This design comes from an exercise in tuning for small area and few clock cycles per item on the open sky130 flow, not from production work.
In this exercise RTL edits were held to simulation tests only and were not proved equivalent to the original.

run 1:
Design aes128_core, start of the top module:
module aes128_core (
  input  wire         clk,
  input  wire         rst,         
  input  wire         in_valid,
  output wire         in_ready,
  input  wire [127:0] in_key,
  input  wire [127:0] in_block,
  output reg          out_valid,
  input  wire         out_ready,
  output wire [127:0] out_block
);
Size: about 260 flip-flops, roughly 36000 um^2 of cells after synthesis.
==> flow/config.mk <==
export PLATFORM = sky130hd
export DESIGN_NAME = aes128_core
export DESIGN_NICKNAME = aes128_core
export VERILOG_FILES = /design/flow/design.v
export SDC_FILE = /design/flow/constraint.sdc
export NUM_CORES = 8
export LEC_CHECK = 0
export CAP_MARGIN = 20
export CORE_MARGIN = 2
export CORE_UTILIZATION = 60
export PLACE_DENSITY = 0.7
export SLEW_MARGIN = 20
export SYNTH_HIERARCHICAL = 1
export SYNTH_MINIMUM_KEEP_SIZE = 0
==> flow/constraint.sdc <==
create_clock -name core_clock -period 8.0 [get_ports {clk}]
set_input_delay 1.6000 -clock core_clock [delete_from_list [all_inputs] [get_ports {clk}]]
set_output_delay 1.6000 -clock core_clock [all_outputs]
set_load 0.01 [all_outputs]
standard.sh (not shown) runs the stock make flow with config.mk's settings and CLKGATE_MAP_FILE= SYNTH_SCRIPT=/design/flow/synth_recipe.tcl, a recipe that flattens the netlist after the stock synthesis.
==> flow/flow/run.sh <==
#!/bin/bash
# The standard layout, with the port buffers made of buf_1 cells rather than
# the delay-buffer cells that buffer_ports picks on its own, and a clock tree
# of clkbuf_4 cells without dummy loads.
set -euo pipefail
bash standard.sh BUFFER_PORTS_ARGS="-buffer_cell sky130_fd_sc_hd__buf_1" \
  CTS_ARGS="-sink_clustering_enable -repair_clock_nets -dont_use_dummy_load -buf_list {sky130_fd_sc_hd__clkbuf_4} -sink_clustering_size 9 -sink_clustering_max_diameter 40" \
  finish > flow_make.log 2>&1
Testbench counts of run 1, summed over its fixed seeds: cycles 19,208, items 1,920.
The following lists how run 2 was set up differently from run 1:
==> flow/flow/run.sh <==
#!/bin/bash
# The standard layout, with the port buffers made of buf_1 cells rather than
# the delay-buffer cells that buffer_ports picks on its own, timing-driven
# global placement that does not keep the resizer's trial changes, and a
# clock tree of clkbuf_8 cells without dummy loads.
set -euo pipefail
bash standard.sh BUFFER_PORTS_ARGS="-buffer_cell sky130_fd_sc_hd__buf_1" \
  GPL_KEEP_OVERFLOW=0 \
  CTS_ARGS="-sink_clustering_enable -repair_clock_nets -dont_use_dummy_load -buf_list {sky130_fd_sc_hd__clkbuf_8} -sink_clustering_size 16 -sink_clustering_max_diameter 60" \
  finish > flow_make.log 2>&1
Notes after the runs:
- On run 2: clock skew is 0.041 ns lower than what run 1 gave.
- Ratio of routed vias to standard cells in run 2 is 0.085 above run 1.
- Min worst setup slack across run 1 and run 2: run 2
- Looking at cell count of the worst reg-to-reg path, run 2 sits 1 lower than run 1 does.
### run 2 -> run 3
- CORE_UTILIZATION: 60 -> 70
- PLACE_DENSITY: 0.7 -> 0.86
==> flow/flow/run.sh <==
#!/bin/bash
# The standard layout, with the port buffers made of buf_1 cells rather than
# the delay-buffer cells that buffer_ports picks on its own, and a clock tree
# of clkbuf_4 cells without dummy loads.
set -euo pipefail
bash standard.sh BUFFER_PORTS_ARGS="-buffer_cell sky130_fd_sc_hd__buf_1" \
  CTS_ARGS="-sink_clustering_enable -repair_clock_nets -dont_use_dummy_load -buf_list {sky130_fd_sc_hd__clkbuf_4} -sink_clustering_size 9 -sink_clustering_max_diameter 40" \
  finish > flow_make.log 2>&1
--- outcome ---
Reported for run 3 and run 2, number of buffers added to fix hold violations after cts turned out identical to the last digit.
Total wire length after detailed routing in run 3 vs run 2: down about 1.1%
From run 2 to run 3 the numbers moved as follows: time the worst path needs with I/O delays and setup shows a reduction of 0.11 ns, count of clock-buffer cells in the layout now larger.
Run 2 → run 3: largest net degree at the start of global routing climbed about 34%; area of all placed cells without fillers dropped about 1.2%.
Number of distinct library cell variants in the gate-level netlist after synthesis: run 3 vs run 2 identical
Row synthesis-to-finish area growth: run 3 lower / run 2 higher
Run 3 vs. run 2: setup fix buffers added after clock tree synthesis dropped 10; post-layout utilization of the core rose 11 points.

* * *

aes128_core, a different RTL version from the one above (not shown whole).
For scale: about 4,000 cells after synthesis, ~260 flip-flops, about 390 I/O pins, roughly 38,000 um2 of cells after synthesis.
// aes128_core
module aes128_core (
  input  wire         clk,
  input  wire         rst,         
  input  wire         in_valid,
  output wire         in_ready,
  input  wire [127:0] in_key,
  input  wire [127:0] in_block,
  output reg          out_valid,
  input  wire         out_ready,
  output wire [127:0] out_block
);
clock: 8.0 ns
lec_check: 0
cap_margin: 20
core_margin: 2
core_utilization: 45
place_density: 0.55
slew_margin: 20
synth_hierarchical: 1
synth_minimum_keep_size: 0
run.sh (not shown) runs the stock make flow with config.mk's settings and CLKGATE_MAP_FILE= SYNTH_SCRIPT=/design/flow/synth_recipe.tcl, a recipe that flattens the netlist after the stock synthesis.
Stock flow here: none of the scripts above is used.
The baseline finished but failed the layout checks on setup timing.
Testbench counts at the start, summed over its fixed seeds: cycles 19,208, items 1,920.
==> next run, changes <==
- GPL_TIMING_DRIVEN: not set -> 0
Result: The new run completed and failed the layout checks on setup timing; worst setup slack gets worse by 0.38 ns; routed wire length is higher by 7.3%; cell count is lower by 2.2%; flip-flop and latch count stays the same; clock skew drops by 0.0031 ns.

* * *

Another version of the RTL of aes128_core (not shown whole).
Size in the first run: roughly 4,200 cells after synthesis, roughly 390 I/O pins.
==> flow/config.mk <==
export PLATFORM = sky130hd
export DESIGN_NAME = aes128_core
export DESIGN_NICKNAME = aes128_core
export VERILOG_FILES = /design/flow/design.v
export SDC_FILE = /design/flow/constraint.sdc
export NUM_CORES = 8
export LEC_CHECK = 0
export CAP_MARGIN = 20
export CORE_MARGIN = 2
export CORE_UTILIZATION = 45
export PLACE_DENSITY = 0.55
export SLEW_MARGIN = 20
export SYNTH_HIERARCHICAL = 1
export SYNTH_MINIMUM_KEEP_SIZE = 0
==> flow/constraint.sdc <==
create_clock -name core_clock -period 8.0 [get_ports {clk}]
set_input_delay 1.6000 -clock core_clock [delete_from_list [all_inputs] [get_ports {clk}]]
set_output_delay 1.6000 -clock core_clock [all_outputs]
set_load 0.01 [all_outputs]
standard.sh (not shown) runs the stock make flow with config.mk's settings and CLKGATE_MAP_FILE= SYNTH_SCRIPT=/design/flow/synth_recipe.tcl, a recipe that flattens the netlist after the stock synthesis.
==> flow/flow/run.sh <==
#!/bin/bash
# The standard layout, with the port buffers made of buf_1 cells rather than
# the delay-buffer cells that buffer_ports picks on its own.
set -euo pipefail
bash standard.sh BUFFER_PORTS_ARGS="-buffer_cell sky130_fd_sc_hd__buf_1" finish > flow_make.log 2>&1
Testbench counts at the start, summed over its fixed seeds: cycles 19,208, items 1,920.
Rerun with:
==> flow/run.sh (new file) <==
#!/bin/bash
# synth_recipe.tcl (not shown) runs the flow's synth.tcl, then flattens the netlist and writes it again
# the make line also repeats each setting of config.mk as NAME=value (left out here)
make -C /OpenROAD-flow-scripts/flow DESIGN_CONFIG=/design/flow/config.mk WORK_HOME=/design/flow/orfs CLKGATE_MAP_FILE= SYNTH_SCRIPT=/design/flow/synth_recipe.tcl finish
removed: flow/flow/run.sh
removed: flow/standard.sh
After rerunning:
- worst hold slack gets worse by 0.015 ns
- wire length rose by 2.8%
- cell area rose by 12%
- worst setup slack gets worse by 0.033 ns
- cell count rose by 3.1%
- via count rose by 1.6%
- utilization rose by 6.0 points
- non-clock buffer count rose by 172
- maximum frequency fell by 0.42%
Rerun with:
Settings changed: GPL_TIMING_DRIVEN set to 0.
Outcome: Worst setup slack loses 0.12 ns; fmax falls by 1.6%; core utilization came out higher by 3.3 points; design area went up by 5.8%; final cell count goes down by 1.1%; via count came out lower by 0.59%; routed wire length drops by 1.4%; register-to-register slack gets worse by 0.53 ns; first-iteration DRC count falls by 8.8%; global-route usage went down by 0.72 points.

* * *

Setup of job 6403:
aes128_core with an RTL version that a note above also has.
Size: about 4,000 cells after synthesis, about 390 I/O pins, about 36,000 um2 of cells after synthesis.
==> flow/config.mk <==
export PLATFORM = sky130hd
export DESIGN_NAME = aes128_core
export DESIGN_NICKNAME = aes128_core
export VERILOG_FILES = /design/flow/design.v
export SDC_FILE = /design/flow/constraint.sdc
export NUM_CORES = 8
export LEC_CHECK = 0
export CAP_MARGIN = 20
export CORE_MARGIN = 2
export CORE_UTILIZATION = 70
export PLACE_DENSITY = 0.8
export SLEW_MARGIN = 20
export SYNTH_HIERARCHICAL = 1
export SYNTH_MINIMUM_KEEP_SIZE = 0
==> flow/constraint.sdc <==
create_clock -name core_clock -period 8.0 [get_ports {clk}]
set_input_delay 1.6000 -clock core_clock [delete_from_list [all_inputs] [get_ports {clk}]]
set_output_delay 1.6000 -clock core_clock [all_outputs]
set_load 0.01 [all_outputs]
==> flow/flow/run.sh <==
#!/bin/bash
# The standard layout, with the port buffers made of buf_1 cells rather than
# the delay-buffer cells that buffer_ports picks on its own, and a clock tree
# of clkbuf_4 cells without dummy loads.
set -euo pipefail
bash standard.sh BUFFER_PORTS_ARGS="-buffer_cell sky130_fd_sc_hd__buf_1" \
  CTS_ARGS="-sink_clustering_enable -repair_clock_nets -dont_use_dummy_load -buf_list {sky130_fd_sc_hd__clkbuf_4} -sink_clustering_size 10 -sink_clustering_max_diameter 45" \
  finish > flow_make.log 2>&1
Job 6403 went all the way through synthesis, placement and routing and the layout is clean on timing, DRC and antenna.
Testbench counts of job 6403, summed over its fixed seeds: cycles 19,208, items 1,920.
--- input diff job 6403..job 2492 ---
Settings: a change of PLACE_DENSITY from 0.8 to 0.7; a change of CORE_UTILIZATION from 70 to 60.
### Flow results
- Job 2492 did not stop at any stage, and its layout met the timing, design-rule and antenna checks.
- Between job 2492 and job 6403, the difference in number of signal-net inverters in the final layout is negligible.
- The higher worst setup slack came out of job 2492.
Here is what was changed in the inputs of job 4993 compared with job 2492.
Settings: PLACE_DENSITY changed from 0.7 to 0.84; CORE_UTILIZATION changed from 60 to 75.
==> flow/flow/run.sh <==
#!/bin/bash
# The standard layout, with the port buffers made of buf_1 cells rather than
# the delay-buffer cells that buffer_ports picks on its own, and a clock tree
# of clkbuf_4 cells without dummy loads.
set -euo pipefail
bash standard.sh BUFFER_PORTS_ARGS="-buffer_cell sky130_fd_sc_hd__buf_1" \
  CTS_ARGS="-sink_clustering_enable -repair_clock_nets -dont_use_dummy_load -buf_list {sky130_fd_sc_hd__clkbuf_4} -sink_clustering_size 9 -sink_clustering_max_diameter 40" \
  finish > flow_make.log 2>&1
==> notes.md <==
Die area | job 4993 < job 2492
Comparing global-route wire length before repair for job 4993 and job 2492, the bigger number came from job 4993.
Higher number of CTS-inserted buffers among job 4993 and job 2492: job 4993
Between job 2492 and job 4993, the flow reports cell count decreasing by a few percent.
Worst-skew pair later-pin latency (higher): job 2492
Worst setup slack: job 4993 lower than job 2492
What job 2492 reported for via count has to be multiplied by 1.06 to get the figure for job 4993.

## static timing again, ports no longer ideal
The flow's constraints put no driver on any port. The routed layouts listed below were extracted and timed again, unchanged, in two steps. Step 1 sets driving cells, clkbuf_16 on the clock port and buf_2 on the other inputs (assumed; they add their load-dependent delay and slew). Step 2, shift: input delay + t, output delay - t, t = (earliest + latest rising clock arrival at the registers) / 2. This alone moves slack from input paths to output paths. a / b / c = ideal / step 1 / step 2; a / b = the first two.
run | t (ns) | slack for setup (ns) | worst slew at a driven data input, ns
run 1 | 0.873 | 0.534 / 0.534 / -0.131 | 0.05
run 2 | 0.657 | 0.343 / 0.343 / -0.182 | 0.05
run 3 | 0.866 | 0.452 / 0.452 / -0.189 | 0.06
the first run of note 2 | 0.653 | -0.408 / -0.471 / 0.183 | 0.14
the second run of note 2 | 0.633 | -0.789 / -0.856 / -0.222 | 0.05
the first run of note 3 | 0.626 | 0.261 / 0.196 / 0.151 | 0.12
the second run of note 3 | 0.627 | 0.228 / 0.164 / -0.137 | 0.06
the third run of note 3 | 0.627 | 0.105 / 0.035 / -0.352 | 0.07
job 6403 | 0.832 | 0.451 / 0.451 / -0.166 | 0.10
job 2492 | 0.877 | 0.506 / 0.506 / -0.058 | 0.05
job 4993 | 0.823 | 0.425 / 0.448 / -0.375 | 0.05
Met with ideal ports but missed after step 2: setup timing in 8 of these runs. For job 4993, which loses most, drivers alone change the setup slack by +0.023 ns; drivers and shift together by -0.800 ns.
